What follows belongs to an exercise in optimizing a design on an open flow for small area, a short achievable clock period and few clock cycles per item; a production flow would make more cautious choices. Function was checked by simulation only, so behaviour that the tests miss may differ from the original.

==> inputs of 12-14 <==
Design sfl_frame_check, start of the top module:
module sfl_frame_check (
    input  wire         clk,
    input  wire         rst,             
    input  wire         start,           
    input  wire [383:0] frame,           
    input  wire [31:0]  cid,
    input  wire [1:0]   conn_state,      
    input  wire [15:0]  last_seq,        
    input  wire [15:0]  connect_seq,     
    output wire         ready,
    output reg          done,
    output wire         accept,
    output wire         ok_a,
    output wire         ok_b,
    output reg          hdr_ok,
    output reg          seq_ok,
    output wire         restart,
    output wire [7:0]   lost,
    output wire [3:0]   conn,
    output wire [7:0]   kind,
    output wire [15:0]  seq,
    output wire [15:0]  echo
);
    localparam [31:0] RES_A = 32'hB798B438;
    localparam [31:0] RES_B = 32'h0843323B;
    wire [7:0]  f_b0      = frame[7:0];
    wire [7:0]  f_kind    = frame[15:8];
    wire [15:0] f_seq     = frame[31:16];
    wire [15:0] f_echo    = frame[47:32];
    wire [7:0]  f_plen    = frame[55:48];
    wire [7:0]  f_flags   = frame[63:56];
    wire [31:0] f_resv    = frame[319:288];
    wire        f_connect = f_flags[0];
    reg  [2:0] ph;
    wire       busy = |ph;
    assign ready = !busy;
    always @(posedge clk) begin
        if (rst) begin
            ph   <= 0;
            done <= 1'b0;
        end else begin
            ph   <= {ph, start && !busy};
            done <= ph[2];
        end
    end
    wire [128-1:0] ca = ({128{ph[0]}} & {frame[95:0], ~cid[31:0]}) |
                     ({128{ph[1]}} & frame[223:96]) |
                     ({128{ph[2]}} & frame[351:224]);
    wire [128-1:0] cb = ({128{ph[0]}} & {frame[95:0], ~cid[31:0]}) |
                     ({128{ph[1]}} & frame[223:96]) |
                     ({128{ph[2]}} & {frame[383:352], frame[319:224]});
    reg  [31:0] crc_a, crc_b;
    wire [31:0] sx_a = (crc_a & {32{!ph[0]}}) ^ ca[31:0];
    wire [31:0] sx_b = (crc_b & {32{!ph[0]}}) ^ cb[31:0];
    wire [31:0] upd_a, upd_b;
    wire [604:0] xt;
    assign xt[0] = ca[78] ^ ca[82];
    assign xt[1] = ca[40] ^ ca[42];
    assign xt[2] = ca[53] ^ ca[76];
    assign xt[3] = ca[60] ^ ca[77];
    assign xt[4] = ca[48] ^ ca[55];
    assign xt[5] = ca[64] ^ ca[93];
    assign xt[6] = ca[50] ^ ca[75];
    assign xt[7] = ca[45] ^ ca[80];
    assign xt[8] = ca[41] ^ ca[83];
    assign xt[9] = ca[74] ^ ca[92];
  ...
clock: 10.0 ns
lec_check: 0
cap_margin: 20
core_margin: 2
core_utilization: 35
slew_margin: 20
tns_end_percent: 0
standard.sh (not shown) runs the stock make flow with config.mk's settings and CLKGATE_MAP_FILE= SYNTH_SCRIPT=/design/flow/synth_recipe.tcl, a recipe that flattens the netlist after the stock synthesis.
==> flow/flow/run.sh <==
#!/bin/bash
set -euo pipefail
MARGIN="${FLOW_SETUP_MARGIN:-5}"
bash standard.sh finish \
  "BUFFER_PORTS_ARGS=-buffer_cell sky130_fd_sc_hd__buf_1" \
  "SETUP_SLACK_MARGIN=${MARGIN}" > flow_make.log 2>&1
==> 05-17 (differences from 12-14) <==
==> flow/flow/run.sh (replaced) <==
#!/bin/bash
set -euo pipefail
MARGIN="${FLOW_SETUP_MARGIN:-5.5}"
bash standard.sh finish \
  "BUFFER_PORTS_ARGS=-buffer_cell sky130_fd_sc_hd__buf_1" \
  "SETUP_SLACK_MARGIN=${MARGIN}" > flow_make.log 2>&1
==> notes.md <==
|  | 12-14 | 05-17 |
|---|---|---|
| Result of the run | finished clean | finished clean |
| Max incr delay on CP | 980 ps | 560 ps |
| Count of clock buffers in the final design | 11 | 10 |
| Global-route wire length before repair | 221000 µm | 220000 µm |
| Global-route track usage on met3 | 16.8% | 19.2% |
| Final design instance area without fill | 0.0266 mm² | 0.0302 mm² |
| Multi-input combinational area share | 76.1% | 75.5% |
| Setup crit end | crc_a[16] | crc_b[31] |
| Reg clk slew, reported paths | 80 ps | 90 ps |
| Detailed Place HPWL | 153000 µm | 150000 µm |
| Shortest clock period the worst path allows after layout | 5390 ps | 4820 ps |
| Seq/total area | 6.07% | 5.35% |
| Startpoint of the most critical register-to-register path | ph[2] | ph[1] |
| Tot GR Track Use | 51.5% | 51.0% |
| Source-to-sink clock delay at the later pin of the worst-skew pair | 410 ps | 420 ps |
| Measured slew at the worst slew-check pin | 1290 ps | 1110 ps |
| Worst relative slew slack | 13.3% | 25.6% |
| CP Launch Point | frame[18] | frame[304] |
| Required @ worst endpoint | 10260 ps | 10280 ps |
| Met2 Wirelength | 68400 µm | 68000 µm |
| Antenna diode count | 10 | 11 |
| Total cell area at the placement stage | 0.0256 mm² | 0.0256 mm² |
Testbench counts of 12-14, summed over its fixed seeds: cycles 16,000, frames 3,200.
Testbench counts of 05-17, summed over its fixed seeds: cycles 16,000, frames 3,200.

separate check: timing with driven ports:
How much do the figures lean on ideal ports? The routed layouts below were timed once more, with nothing changed but the port constraints.
Step 1, drivers: a clkbuf_16 drives clk and a buf_2 each remaining input, both assumed.
Step 2, shift: input delay + t, output delay - t, t = (earliest + latest rising clock arrival at the registers) / 2. This alone moves slack from input paths to output paths.
Slacks: ideal / step 1 / step 2; pairs: ideal / step 1.
| run | shift t [ns] | slack for setup (ns) | hold slack, ns | slew at the worst register clock pin (ns) | cell pins on the clock port's net |
|---|---|---|---|---|---|
| 12-14 | 0.463 | 4.610 / 4.649 / 4.186 | 0.595 / 0.595 / 0.595 | 0.11 / 0.11 | 1 |
| 05-17 | 0.464 | 5.184 / 5.168 / 4.705 | 0.644 / 0.644 / 0.644 | 0.10 / 0.10 | 1 |
After both steps setup and hold are still met in every run listed. The setup slack of 05-17, which loses most, moves by -0.016 ns with the drivers and by -0.479 ns with both steps.
